This design comes from an exercise in tuning for small area and a short achievable clock period on the open sky130 flow, not from production work.
Where RTL was checked, it was by simulation tests only, not by an equivalence proof against the original.
Only the layout flow was run in run 3; the RTL was not checked for function there.
No activity file was given, so power comes from the tool's default toggle rates.

$ cat flow/config.mk
export PLATFORM = sky130hd
export DESIGN_NAME = qos_out_arb
export DESIGN_NICKNAME = qos_out_arb
export VERILOG_FILES = /design/flow/design.v
export SDC_FILE = /design/flow/constraint.sdc
export NUM_CORES = 4
export LEC_CHECK = 0
export CAP_MARGIN = 0
export CORE_MARGIN = 2
export CORE_UTILIZATION = 55
export PLACE_DENSITY = 0.7
export SLEW_MARGIN = 0
$ cat flow/flow/synth.tcl
proc synth {args} { yosys synth -nofsm -noshare {*}$args }
proc abc {args} {
  set i [lsearch -exact $args -script]
  if {$i >= 0 && [info exists ::env(MY_ABC_SCRIPT)]} { lset args [expr {$i + 1}] $::env(MY_ABC_SCRIPT) }
  yosys abc {*}$args
}
source $::env(SCRIPTS_DIR)/synth.tcl
# left out here: clear keep_hierarchy, flatten, clean up, hide names made inside functions, write 1_2_yosys.v
$ cat flow/constraint.sdc
create_clock -name core_clock -period 26.0 [get_ports {clk}]
set_input_delay 5.2000 -clock core_clock [delete_from_list [all_inputs] [get_ports {clk}]]
set_output_delay 5.2000 -clock core_clock [all_outputs]
set_load 0.01 [all_outputs]
$ cat flow/flow/area.abc
strash
dc2
&get -n
&dch -f
&nf -R 1000
&put
topo
stime -c
$ cat flow/flow/run.sh
#!/bin/bash
# The standard layout with these changes:
# * synthesis maps the logic with flow/area.abc, an area-oriented ABC script
#   (flow/synth.tcl is synth_recipe.tcl with the abc call pointed at it), and
#   leaves adders to ABC instead of mapping them to full-adder cells first;
#   the registers come out of the same steps as in the standard synthesis;
# * each port gets a plain buf_1 instead of the delay buffer buffer_ports picks,
#   and after global placement flow/upsize_ports.tcl makes the buffers of the
#   ports on the request-to-grant path buf_4 (inputs) and buf_2 (outputs);
# * clock tree synthesis uses smaller clock buffers and no dummy loads.
set -uo pipefail
F=$PWD/flow
export MY_ABC_SCRIPT=$F/area.abc
export BUFFER_PORTS_ARGS="-buffer_cell sky130_fd_sc_hd__buf_1"
export POST_GLOBAL_PLACE_TCL=$F/upsize_ports.tcl
export CTS_ARGS="-sink_clustering_enable -repair_clock_nets -dont_use_dummy_load -buf_list {sky130_fd_sc_hd__clkbuf_8} -sink_clustering_size 12 -sink_clustering_max_diameter 80"
bash standard.sh SYNTH_SCRIPT=$F/synth.tcl ADDER_MAP_FILE= finish > standard.log 2>&1
$ cat flow/design.v
module qos_out_arb (
    input  wire        clk,
    input  wire        rst,           
    input  wire [17:0] cfg_level,     
    input  wire [71:0] cfg_weight,    
    input  wire [7:0]  cfg_starve,    
    input  wire        arb_en,        
    input  wire [9:0]  req,           
    input  wire [35:0] req_cells,     
    output wire        gnt_valid,
    output wire [3:0]  gnt_id,
    output wire [15:0] starve_promotions
);
    localparam N = 9;
    reg        [1:0] lvl      [0:N-1];    
    reg        [7:0] used     [0:N-1];
    reg        [3:0] ptr      [0:3];
    reg       [13:0] wait_cnt [0:N-1];    
    reg       [15:0] promo_cnt;
    assign starve_promotions = promo_cnt;
    reg  [N-1:0] starved;
    reg  [2:0]   key [0:N-1];
    reg  [N-1:0] beats [0:N-1];    
    reg  [N-1:0] first;            
    reg  [N-1:0] onehot;           
    reg  [N-1:0] passed;
    reg  [3:0]   win;
    reg  [3:0]   win_next;
    reg  [1:0]   win_level;
    integer e, j;
    always @(*) begin
        for (e = 0; e < N; e = e + 1) begin
            starved[e] = lvl[e] == 2'd0 && cfg_level[2*e +: 2] != 2'd0;
            key[e] = {lvl[e], e < ptr[lvl[e]]};
        end
        for (e = 0; e < N; e = e + 1)
            for (j = 0; j < N; j = j + 1)
                beats[e][j] = (e < j) ? key[e] <= key[j] : key[e] < key[j];
        for (e = 0; e < N; e = e + 1) begin
            first[e] = 1'b1;
            for (j = 0; j < N; j = j + 1)
                if (j != e && req[j] && !beats[e][j])
                    first[e] = 1'b0;
        end
        onehot = first & req[8:0];
        win = 4'd0;
        win_next = 4'd0;
        win_level = 2'd0;
        for (e = 0; e < N; e = e + 1)
            if (onehot[e]) begin
                win = win | e;
                win_next = win_next | ((e + 1) % N);
                win_level = win_level | lvl[e];
            end
        for (e = 0; e < N; e = e + 1)
            passed[e] = first[e] & ~req[e] & (lvl[e] == win_level) & |req[8:0];
    end
    assign gnt_valid = arb_en & |req;
    assign gnt_id    = req[9] ? 4'd9 : win;
    wire grant_entry = arb_en & ~req[9];    
    reg  [7:0] u_w;
    reg  [7:0] w_w;
    reg  [3:0] c_w;
    reg  [8:0] s;             
    reg  [9:0] t;             
    reg        refill;        
    reg  [4:0] lim;           
    reg  [7:0] used_new;
    always @(*) begin
        u_w = 8'd0;
        w_w = 8'd0;
        c_w = 4'd0;
        for (e = 0; e < N; e = e + 1)
            if (onehot[e]) begin
                u_w = u_w | used[e];
                w_w = w_w | cfg_weight[8*e +: 8];
                c_w = c_w | req_cells[4*e +: 4];
            end
        s = {1'b0, u_w} + {5'd0, c_w} + 9'd1;
        t = {1'b0, s} - {2'b00, w_w};
        refill = ~t[9];
        lim = {1'b0, w_w[3:0]} + 5'd9;
        if (!refill)
            used_new = s[7:0];
        else if (w_w[7:4] == 4'd0 && t[4:0] > lim)
            used_new = {3'd0, lim};
        else
            used_new = {3'd0, t[4:0]};
    end
    wire [13:0] wait_zero = {8'd0 - cfg_starve, 6'd0};
    wire       guard_off = cfg_starve == 8'd0;
    reg  [N-1:0] gi, clr, hit, promo;
    reg  [3:0]   promo_add;
    integer i;
    always @(*) begin
        promo_add = 4'd0;
        for (i = 0; i < N; i = i + 1) begin
            gi[i]    = grant_entry & onehot[i];
            clr[i]   = cfg_level[2*i +: 2] == 2'd0 || guard_off || !req[i];
            hit[i]   = &wait_cnt[i];
            promo[i] = !gi[i] && !clr[i] && hit[i] && !starved[i];
            promo_add = promo_add + {3'd0, promo[i]};
        end
    end
    always @(posedge clk) begin
        for (i = 0; i < N; i = i + 1) begin
            if (rst || (grant_entry && passed[i]))
                used[i] <= 8'd0;
            else if (gi[i])
                used[i] <= used_new;
            if (rst || gi[i] || clr[i] || hit[i])
                wait_cnt[i] <= wait_zero;
            else
                wait_cnt[i] <= wait_cnt[i] + 14'd1;
            if (rst || gi[i])
                lvl[i] <= cfg_level[2*i +: 2];
            else if (promo[i])
                lvl[i] <= 2'd0;
        end
        for (i = 0; i < 4; i = i + 1)
            if (rst)
                ptr[i] <= 4'd0;
            else if (grant_entry && |onehot && refill && win_level == i)
                ptr[i] <= win_next;
        if (rst)
            promo_cnt <= 16'd0;
        else
            promo_cnt <= promo_cnt + {12'd0, promo_add};
    end
endmodule
$ cat flow/flow/upsize_ports.tcl
# Port buffers start as buf_1; the ports on the request-to-grant path get stronger ones.
set block [ord::get_db_block]
foreach bterm [$block getBTerms] {
  set name [$bterm getName]
  if {[regexp {^(req\[\d+\]|arb_en)$} $name]} {
    set cell sky130_fd_sc_hd__buf_4
  } elseif {[regexp {^(gnt_id\[\d+\]|gnt_valid)$} $name]} {
    set cell sky130_fd_sc_hd__buf_2
  } else {
    continue
  }
  set net [$bterm getNet]
  foreach iterm [$net getITerms] {
    set inst [$iterm getInst]
    if {[string match "sky130_fd_sc_hd__buf_*" [[$inst getMaster] getName]]} {
      replace_cell [$inst getName] $cell
    }
  }
}
$ cat flow/standard.sh
#!/bin/bash
# synth_recipe.tcl (not shown) runs the flow's synth.tcl, then flattens the netlist and writes it again
# the make line also repeats each setting of config.mk as NAME=value (left out here)
make -C /OpenROAD-flow-scripts/flow DESIGN_CONFIG=/design/flow/config.mk WORK_HOME=/design/flow/orfs CLKGATE_MAP_FILE= SYNTH_SCRIPT=/design/flow/synth_recipe.tcl "${@:-finish}"
==> impl_metrics.ini, run 1 <==
[outcome]
status = no timing/DRC/antenna violations

[critical_path]
arrival_ns = 7.16
endpoint = gnt_id[2]
cp_slowest_cell = buf_4
cp_cell_sequence = buf_4 -> clkinv_1 -> o22ai_1 -> a221o_1 -> nor3_1 -> and2_0 -> buf_4 -> nor2_1 -> clkinv_1 -> nor2_1 -> nor2_1 -> buf_2
path_max_fanout = 23
r2r_slack_ns = 17.13
crit_start = req[2]
worst-path-stages = 12
cp-start-kind = input pin
max_stage_delay_ns = 0.31
cp.required_ns = 20.80
r2r_cells = 26
r2r_start = lvl[8][1]$_SDFFCE_PN0P_
criticalPathCategory = in -> out
end_kind = primary output
r2r_end = used[2][1]$_SDFFE_PP0P_
cp_top_family = buffers and inverters
critPathBufInv = 5
crit_top_cell = nor2_1

[place]
io_buffers = 167
placed_area_sq_um = 14200
hpwlAfterDp_mm = 31.0
place_ws_ns = 13.70
dp_cells = 2064

[worst_hold_path]
min_path_type = reg -> reg

[layout]
fin_area_sq_um = 14500
drive_above_1_share = 0.0401
area_growth_pct = 12.4
multi_input_area_sq_um = 7640
n_fill_cell = 2116
fin_cells = 2088
layout_common_cells = dfxtp_1 (230), nor2_1 (200), a21oi_1 (187)
final_core_util = 0.623
register_area_sq_um = 5140
nets = 1918
final_common_cell = dfxtp_1
n_antenna_cell = 0

[sta]
layout_min_cycle_time_ns = 12.36
finalCritPeriodShare = 0.475
finalMaxSlewViolations = 0
max_freq_ghz = 0.0809
tightest_slew_ns = 1.21
setup_ws_ns = 13.64
finalSetupViolCount = 0
slew_headroom = 0.190
hold_viol = 0
finClkSkew_ns = 0.0463
holdWs_ns = 0.464
tns_ns = 0
rsz0062_at_grt = false

[power]
switching_share = 0.329
p_clk_frac = 0.246
intPower_mw = 0.557
p_comb_frac = 0.245
design_power_total_mw = 0.830
seq_power_share = 0.509
power.switching_mw = 0.273
powerDensity_nw_per_um2 = 57.3
vdd_drop_max_v = 0.0000569
p_leak_nw = 5.12

[clocking]
cts_root_buf = clkbuf_8
htree_levels = 1
clk_path_buf_depth = 3
postCtsResizedCells = 0
postCtsSetupBuffers = 0
cts_made_buffers = 24
holdBufCountCts = 0
clk_latency_ns = 0.57
cts_tree = built
cts_sinks = 248
clk_pin_slew_ns = 0.08

[floorplanning]
die_height_um = 157
coreArea_sq_um = 23300
io_pins = 168
die_x_um = 157
die-area_sq_um = 24700
start_util = 0.555
core.rowCount = 56

[logic_synthesis]
synth_edf_count = 18
yosys.area_share.simple = 0.210
synthFlopType = dfxtp_1
muxShareOfSynthArea = 0.0157
async_flop_share = 0
seq_area_frac_synth = 0.399
syn_inst = 1558
syn_area_sq_um = 12900
ys_ff_latch = 248
synth_top_family_by_area = compound AO/OA/AOI/OAI gates
yosysWarningCount = 7
synthesis.nets = 1705
avgSynthCellArea_sq_um = 8.28
synth-xor-area-share = 0.0604
synth_adder_area_share = 0.00931
synth_compound_area_frac = 0.293
synthDistinctLibCells = 52

[detailed_routing]
wl_per_cell_um = 21.0
first_pass_iters = 9
vias = 13500
routed_via_density = 6.48
postRouteAntennaNets = 0
first_iter_violations = 1643
routed_wl_mm = 44.0
drc = 0

[run]
cap_violations = 0

[global_route]
grt_pass1_vias = 12200
grt_pass1_wl_mm = 66.7
track_usage = 0.345
overflow = 0
grt_start_max_net_pins = 55
antenna_found_initial = 0
cell usage after synthesis, types with 18 or more instances:
cell,n,share of area
edfxtp_1,18,0.042
dfxtp_1,230,0.36
a31oi_1,24,0.012
xnor2_1,74,0.050
o211ai_1,20,0.012
nor2b_1,25,0.012
a222oi_1,63,0.049
a21oi_1,187,0.073
nor2_1,203,0.059
or2_0,23,0.011
and3_1,49,0.024
o22ai_1,35,0.017
clkinv_1,42,0.012
a211oi_1,47,0.027
o21ai_0,120,0.047
and2_0,26,0.013
mux2i_1,18,0.014
nand2_1,98,0.029
nor3_1,56,0.022
per-layer routing:
layer | up-vias | GRT usage | routed length (um)
li1 | 6394 | - | -
met1 | 6205 | 0.427 | 17200
met4 | 0 | 0.196 | 2830
met5 | - | 0 | 0
met3 | 172 | 0.0765 | 4550
met2 | 751 | 0.556 | 19300
logic make-up (layout without fill, tap and decap cells):
kind of cell | Yosys count | after routing
compound gates | 585 | 585
simple gates | 563 | 563
flops | 248 | 248
xor+xnor | 89 | 89
buf+inv | 42 | 253
mux | 19 | 19
fa+ha+maj | 12 | 12
state kept, by name (all words and copies together), names as in the netlist:
name	flops
ptr	16
wait_cnt	126
promo_cnt	16
lvl	18
used	72
final cells by class:
class | count | share of cell area
Timing Repair Buffer | 187 | 0.0569
Sequential cell | 248 | 0.355
Tap cell | 319 | 0.0275
Inverter | 42 | 0.0109
Multi-Input combinational cell | 1268 | 0.527
Clock buffer | 24 | 0.0228
how the worst min path moves through the flow:
stage / start / end / slack [ns] / cells after the start
after floorplan: wait_cnt[1][0]$_SDFF_PP0_ / wait_cnt[1][0]$_SDFF_PP0_ / 0.43 / 1
after global placement: wait_cnt[1][0]$_SDFF_PP0_ / wait_cnt[1][0]$_SDFF_PP0_ / 0.44 / 1
after detailed placement: wait_cnt[1][0]$_SDFF_PP0_ / wait_cnt[1][0]$_SDFF_PP0_ / 0.45 / 1
after CTS: wait_cnt[4][0]$_SDFF_PP0_ / wait_cnt[4][0]$_SDFF_PP0_ / 0.47 / 1
after global routing: wait_cnt[5][0]$_SDFF_PP0_ / wait_cnt[5][0]$_SDFF_PP0_ / 0.49 / 1
final: wait_cnt[1][0]$_SDFF_PP0_ / wait_cnt[1][0]$_SDFF_PP0_ / 0.46 / 1
power by group through the flow:
| stage | clock network (mW) | logic, mW | registers, mW |
|---|---|---|---|
| 6_report | 0.204 | 0.203 | 0.422 |
| 5_1_grt | 0.220 | 0.222 | 0.424 |
| 4_1_cts | 0.207 | 0.199 | 0.421 |
| 3_5_place_dp | 0 | 0.198 | 0.430 |
| 3_3_place_gp | 0 | 0.195 | 0.429 |
| 2_1_floorplan | 0 | 0.137 | 0.424 |
==> run 2: changes to the inputs <==
--- a/flow/flow/run.sh
+++ b/flow/flow/run.sh
@@ -14,4 +14,4 @@
 export BUFFER_PORTS_ARGS="-buffer_cell sky130_fd_sc_hd__buf_1"
 export POST_GLOBAL_PLACE_TCL=$F/upsize_ports.tcl
-export CTS_ARGS="-sink_clustering_enable -repair_clock_nets -dont_use_dummy_load -buf_list {sky130_fd_sc_hd__clkbuf_8} -sink_clustering_size 12 -sink_clustering_max_diameter 80"
+export CTS_ARGS="-sink_clustering_enable -repair_clock_nets -dont_use_dummy_load -buf_list {sky130_fd_sc_hd__clkbuf_4} -sink_clustering_size 8 -sink_clustering_max_diameter 60"
 bash standard.sh SYNTH_SCRIPT=$F/synth.tcl ADDER_MAP_FILE= finish > standard.log 2>&1
--- a/flow/config.mk
+++ b/flow/config.mk
@@ -6,7 +6,7 @@
 export NUM_CORES = 4
 export LEC_CHECK = 0
-export CAP_MARGIN = 0
+export CAP_MARGIN = 20
 export CORE_MARGIN = 2
 export CORE_UTILIZATION = 55
 export PLACE_DENSITY = 0.7
-export SLEW_MARGIN = 0
+export SLEW_MARGIN = 20
==> run 2 against run 1 <==
Still clean on timing, DRC and antenna; sequential power about the same; die area is the same; total power shrank 1.7%.
==> impl_metrics.ini, run 2 <==
[global_route]
grt_use_met1 = 0.428
grt_pass1_wl_mm = 67.3
grt-busiest-layer = met2
grt_start_max_net_pins = 55
grt_pass1_vias = 12300
track_usage = 0.349
overflow = 0
use_met2 = 0.561
antenna_found_initial = 1
met3_usage = 0.0873

[logic_synthesis]
syn_inst = 1558
netlist.area_leader.share = 0.357
ys_ff_latch = 248
synthFlopType = dfxtp_1
synthTopCellsByCount = dfxtp_1 (230), nor2_1 (203), a21oi_1 (187), o21ai_0 (120), nand2_1 (98)
synth_edf_count = 18
avgSynthCellArea_sq_um = 8.28
seq_area_frac_synth = 0.399
synth_top_area_cell = dfxtp_1
yosysWarningCount = 7
synthesis.nets = 1705
async_flop_share = 0
syn_area_sq_um = 12900
synthDistinctLibCells = 52
synth.area.top_cells = dfxtp_1 (36%), a21oi_1 (7.3%), nor2_1 (5.9%)
synth.most_common_cell = dfxtp_1

[critical_path]
cp_cell_sequence = buf_4 -> clkinv_1 -> o22ai_1 -> a221o_1 -> nor3_1 -> and2_0 -> buf_4 -> nor2_1 -> clkinv_1 -> nor2_1 -> nor2_1 -> buf_2
worst-path-stages = 12
cp-start-kind = input pin
cp_top_family = buffers and inverters
crit_top_cell = nor2_1
end_kind = primary output
cp_slowest_cell = buf_4
arrival_ns = 7.15
cp.required_ns = 20.80
r2r_cells = 26
critPathBufInv = 5
max_stage_delay_ns = 0.31
path_max_fanout = 23
criticalPathCategory = in -> out

[layout]
layout_common_cells = dfxtp_1 (230), nor2_1 (200), a21oi_1 (187)
largest_reg_flops = 126
final_common_cell = dfxtp_1
nets = 1931
drive_above_1_share = 0.0477
area_growth_pct = 12.1
regMostFlops = wait_cnt
biggestRegsByFlops = wait_cnt: 126 flops, used: 72 flops, lvl: 18 flops

[sta]
rsz0062_at_grt = false
finalCritPeriodShare = 0.475
tns_ns = 0
max_freq_ghz = 0.0810
layout_min_cycle_time_ns = 12.35
finalMaxSlewViolations = 0
setup_ws_ns = 13.65
hold_viol = 0
finalSetupViolCount = 0
slew_headroom = 0.251
tightest_slew_ns = 1.11
finClkSkew_ns = 0.0706

[detailed_routing]
routed_via_density = 6.47
postRouteAntennaNets = 0
drc = 0
first_iter_violations = 1665
routed_wl_mm = 44.3
vias = 13600
wl_per_cell_um = 21.1
first_pass_iters = 6

[clocking]
postCtsResizedCells = 0
cts_sinks = 248
cts_root_buf = clkbuf_4
cts_made_buffers = 37
clk_pin_slew_ns = 0.08
postCtsSetupBuffers = 0
holdBufCountCts = 0
htree_levels = 2
clk_path_buf_depth = 3
clk_latency_ns = 0.65
cts_tree = built

[floorplanning]
core.rowCount = 56
die_x_um = 157
coreArea_sq_um = 23300
die-area_sq_um = 24700
die_height_um = 157
start_util = 0.555
io_pins = 168

[place]
place_ws_ns = 13.70
hpwlAfterDp_mm = 31.0
io_buffers = 167

[worst_hold_path]
hold_depth = 1
min_path_type = reg -> reg

[power]
powerDensity_nw_per_um2 = 56.5
p_leak_nw = 5.13
vdd_drop_max_v = 0.0000451

[run]
cap_violations = 0

[outcome]
status = no timing/DRC/antenna violations
## run 2: final cells by class
| type | count | area (sq um) |
|---|---|---|
| diodes | 2 | 5.00 |
| clock buffers | 37 | 278 |
| fillers | 2136 | 8800 |
| inverters | 42 | 158 |
| multi-input cells | 1268 | 7650 |
| flip-flops and latches | 248 | 5140 |
| well taps | 319 | 399 |
| repair buffers | 187 | 826 |
## run 2: cells by family (layout without fill, tap and decap cells)
logic type	Yosys count	after routing	synth area share
compound gates	585	585	0.293
simple gates	563	563	0.210
flops	248	248	0.399
xor+xnor	89	89	0.0604
buf+inv	42	266	0.0122
mux	19	19	0.0157
fa+ha+maj	12	12	0.00931
other cells	0	2	0
## run 2: report_power, final
group          internal [mW]  total, mW  switching [mW]
Sequential             0.402      0.422          0.0199
Clock                 0.0656      0.191           0.125
Combinational         0.0726      0.204           0.131
Total                  0.541      0.817           0.276
## run 2: layer usage
| metal | share of wire | vias up |
|---|---|---|
| met5 | 0 | - |
| met4 | 0.057 | 0 |
| met3 | 0.10 | 156 |
| met2 | 0.44 | 738 |
| met1 | 0.40 | 6299 |
| li1 | - | 6416 |
## run 2: final timing paths
kind / from / endpoint / slack, ns
max reg2reg: lvl[8][1]$_SDFFCE_PN0P_ / used[4][1]$_SDFFE_PP0P_ / 17.19
min reg2reg: wait_cnt[1][0]$_SDFF_PP0_ / wait_cnt[1][0]$_SDFF_PP0_ / 0.47
min: wait_cnt[1][0]$_SDFF_PP0_ / wait_cnt[1][0]$_SDFF_PP0_ / 0.47
max: req[2] / gnt_id[2] / 13.65
## run 2: metrics by stage
step	instances	power, mW	hold WS, ns	instance area, sq um	util
floorplan	1558	0.561	0.430	12900	-
global placement	2064	0.624	0.438	14100	0.607
CTS	2101	0.815	0.471	14400	0.621
finish	2103	0.817	0.469	14500	0.622
global route	2102	0.857	0.490	14500	0.622
detailed placement	2064	0.628	0.450	14200	0.609
==> run 3: changes to the inputs <==
--- a/flow/design.v
+++ b/flow/design.v
@@ -16,5 +16,6 @@
     reg        [7:0] used     [0:N-1];
     reg        [3:0] ptr      [0:3];
-    reg       [13:0] wait_cnt [0:N-1];    
+    reg        [5:0] wait_lo  [0:N-1];    
+    reg        [7:0] wait_hi  [0:N-1];    
     reg       [15:0] promo_cnt;
     assign starve_promotions = promo_cnt;
@@ -88,7 +89,7 @@
             used_new = {3'd0, t[4:0]};
     end
-    wire [13:0] wait_zero = {8'd0 - cfg_starve, 6'd0};
+    wire [7:0] wait_hi_zero = 8'd0 - cfg_starve;
     wire       guard_off = cfg_starve == 8'd0;
-    reg  [N-1:0] gi, clr, hit, promo;
+    reg  [N-1:0] gi, clr, hit, promo, lo_end;
     reg  [3:0]   promo_add;
     integer i;
@@ -98,5 +99,6 @@
             gi[i]    = grant_entry & onehot[i];
             clr[i]   = cfg_level[2*i +: 2] == 2'd0 || guard_off || !req[i];
-            hit[i]   = &wait_cnt[i];
+            lo_end[i] = wait_lo[i] == 6'b100000;
+            hit[i]   = lo_end[i] && &wait_hi[i];
             promo[i] = !gi[i] && !clr[i] && hit[i] && !starved[i];
             promo_add = promo_add + {3'd0, promo[i]};
@@ -109,8 +111,12 @@
             else if (gi[i])
                 used[i] <= used_new;
-            if (rst || gi[i] || clr[i] || hit[i])
-                wait_cnt[i] <= wait_zero;
-            else
-                wait_cnt[i] <= wait_cnt[i] + 14'd1;
+            if (rst || gi[i] || clr[i] || hit[i]) begin
+                wait_lo[i] <= 6'd0;
+                wait_hi[i] <= wait_hi_zero;
+            end else begin
+                wait_lo[i] <= {wait_lo[i][4:0],
+                               wait_lo[i][5] ^ wait_lo[i][4] ^ (wait_lo[i][4:0] == 5'd0)};
+                wait_hi[i] <= wait_hi[i] + {7'd0, lo_end[i]};
+            end
             if (rst || gi[i])
                 lvl[i] <= cfg_level[2*i +: 2];
--- a/flow/flow/run.sh
+++ b/flow/flow/run.sh
@@ -14,4 +14,4 @@
 export BUFFER_PORTS_ARGS="-buffer_cell sky130_fd_sc_hd__buf_1"
 export POST_GLOBAL_PLACE_TCL=$F/upsize_ports.tcl
-export CTS_ARGS="-sink_clustering_enable -repair_clock_nets -dont_use_dummy_load -buf_list {sky130_fd_sc_hd__clkbuf_4} -sink_clustering_size 8 -sink_clustering_max_diameter 60"
+export CTS_ARGS="-sink_clustering_enable -repair_clock_nets -dont_use_dummy_load -buf_list {sky130_fd_sc_hd__clkbuf_8} -sink_clustering_size 12 -sink_clustering_max_diameter 80"
 bash standard.sh SYNTH_SCRIPT=$F/synth.tcl ADDER_MAP_FILE= finish > standard.log 2>&1
==> run 3 against run 2 <==
Still clean; register-to-register slack gained 0.57 ns; sequential share of layout area shrank 0.11 points; hold slack worse by 0.047 ns; wire length down 1.6%; core utilization rose by 1.5 points; maximum frequency decreased by 0.63%; synthesized cell count is 0.58% higher; sequential power about the same; combinational power fell by 4%; critical endpoint is now gnt_id[0].
==> impl_metrics.ini, run 3 <==
[floorplanning]
die-area_sq_um = 24600
die_height_um = 157
coreArea_sq_um = 22800
io_pins = 168
start_util = 0.564
core.rowCount = 55
die_x_um = 157

[logic_synthesis]
syn_area_sq_um = 12800
seq_area_frac_synth = 0.401
syn_inst = 1567
synth.most_common_cell = nor2_1
yosysWarningCount = 8
synthesis.nets = 1714
synthFlopType = dfxtp_1
avgSynthCellArea_sq_um = 8.20
synth_top_area_cell = dfxtp_1
ys_ff_latch = 248
async_flop_share = 0
netlist.area_leader.share = 0.358
synthTopCellsByCount = nor2_1 (238), dfxtp_1 (230), a21oi_1 (163), o21ai_0 (128), nand2_1 (91)
synth_edf_count = 18
synthDistinctLibCells = 57
synth.area.top_cells = dfxtp_1 (36%), nor2_1 (7.0%), a21oi_1 (6.4%)

[layout]
fin_area_sq_um = 14500
biggestRegsByFlops = used: 72 flops, wait_hi: 72 flops, wait_lo: 54 flops
layout_common_cells = nor2_1 (235), dfxtp_1 (230), a21oi_1 (163)
drive_above_1_share = 0.0448
nets = 1933
area_growth_pct = 13.0
n_antenna_cell = 0
final_common_cell = nor2_1
final_core_util = 0.637

[detailed_routing]
drc = 0
postRouteAntennaNets = 0
first_iter_violations = 1651
wl_per_cell_um = 20.8
vias = 13400
routed_via_density = 6.38
routed_wl_mm = 43.6
first_pass_iters = 6

[place]
hpwlAfterDp_mm = 30.8
placed_area_sq_um = 14200
place_ws_ns = 13.63
io_buffers = 167

[global_route]
grt_pass1_wl_mm = 67.6
grt_pass1_vias = 12400
track_usage = 0.350
overflow = 0
antenna_found_initial = 1
grt_start_max_net_pins = 51

[sta]
tightest_slew_ns = 1.22
finalMaxSlewViolations = 0
setup_ws_ns = 13.57
rsz0062_at_grt = false
max_freq_ghz = 0.0805
finalCritPeriodShare = 0.478
finalSetupViolCount = 0
slew_headroom = 0.181
hold_viol = 0
layout_min_cycle_time_ns = 12.43
finClkSkew_ns = 0.0736
tns_ns = 0

[critical_path]
r2r_cells = 30
end_kind = primary output
criticalPathCategory = in -> out
arrival_ns = 7.23
cp-start-kind = input pin
path_max_fanout = 25
cp.required_ns = 20.80

[power]
powerDensity_nw_per_um2 = 56.8
vdd_drop_max_v = 0.0000524
p_leak_nw = 5.16

[clocking]
holdBufCountCts = 0
cts_sinks = 248
cts_tree = built
htree_levels = 1
postCtsSetupBuffers = 0
clk_pin_slew_ns = 0.07
cts_made_buffers = 25
cts_root_buf = clkbuf_8
clk_path_buf_depth = 3
postCtsResizedCells = 0
clk_latency_ns = 0.56

[run]
cap_violations = 0

[worst_hold_path]
hold_depth = 2
min_path_type = reg -> reg

[outcome]
status = no timing/DRC/antenna violations
[run 3: area by class of cell]
class	count	area, sq um
clock buffers	25	344
fillers	2030	8270
inverters	88	330
multi-input cells	1231	7430
flip-flops and latches	248	5140
well taps	313	392
repair buffers	192	863
[run 3: logic make-up (layout without fill, tap and decap cells)]
group                    Yosys count  in the layout  share of synthesized area
buffers and inverters             88            305                     0.0257
adder cells (fa/ha/maj)           16             16                     0.0125
multiplexers                      18             18                     0.0150
XOR/XNOR                         101            101                     0.0700
flip-flops                       248            248                      0.401
AND/OR/NAND/NOR                  552            552                      0.200
AO/OA/AOI/OAI                    544            544                      0.276
[run 3: worst paths after layout]
| check | from | endpoint | slack, ns |
|---|---|---|---|
| worst max-delay path | req[4] | gnt_id[0] | 13.57 |
| worst min register to register | wait_lo[7][2]$_SDFF_PP0_ | wait_lo[7][3]$_SDFF_PP0_ | 0.42 |
| worst min-delay path | wait_lo[7][2]$_SDFF_PP0_ | wait_lo[7][3]$_SDFF_PP0_ | 0.42 |
| worst max register to register | lvl[6][1]$_SDFFCE_PN0P_ | ptr[2][2]$_SDFFE_PP0P_ | 17.76 |
[run 3: per-layer routing]
metal | track usage | share of wire
met1 | 0.430 | 0.38
met2 | 0.575 | 0.45
met3 | 0.0858 | 0.12
met4 | 0.173 | 0.047
met5 | 0 | 0.00030
[run 3: where the power goes]
part / internal (mW) / switching [mW]
logic: 0.0719 / 0.124
clock network: 0.0854 / 0.122
registers: 0.402 / 0.0192
[run 3: through the flow]
step / power (mW) / cells / hold slack [ns]
floorplan: 0.554 / 1567 / 0.402
global placement: 0.615 / 2072 / 0.408
detailed placement: 0.618 / 2072 / 0.413
CTS: 0.821 / 2097 / 0.425
global route: 0.861 / 2097 / 0.439
finish: 0.825 / 2097 / 0.422
[run 3: worst max-delay path, stage by stage]
cell and delay (ns):
buf_4 0.15, clkinv_1 0.17, o21ai_0 0.20, a21oi_1 0.05, and3_1 0.18, and2_0 0.15
buf_4 0.24, or2_0 0.30, or4_1 0.41, buf_2 0.16

## afterwards: timing with drivers on the ports
In the flow no input, the clock included, has a driving cell. The finished layouts below were timed again as built, in two steps. Step 1: set_driving_cell puts a clkbuf_16 on clk and a buf_2 on each other input, an assumption about the parent block. Step 2 adds t to the input delays and takes it off the output delays; t is the mean of the earliest and latest rising clock arrival at the registers after step 1. Input paths then give back, and output paths get back, about the clock's delay inside the block. Slacks: ideal / step 1 / step 2; pairs: ideal / step 1.
run	t, ns	slack for setup (ns)	hold WS [ns]
run 1	0.591	13.639 / 13.616 / 13.616	0.464 / 0.464 / 0.464
run 2	0.662	13.652 / 13.629 / 13.629	0.469 / 0.469 / 0.469
run 3	0.570	13.574 / 13.547 / 13.547	0.422 / 0.422 / 0.422
After both steps setup and hold are still met in every run listed. The setup slack of run 3, which loses most, moves by -0.027 ns with the drivers and by -0.027 ns with both steps.
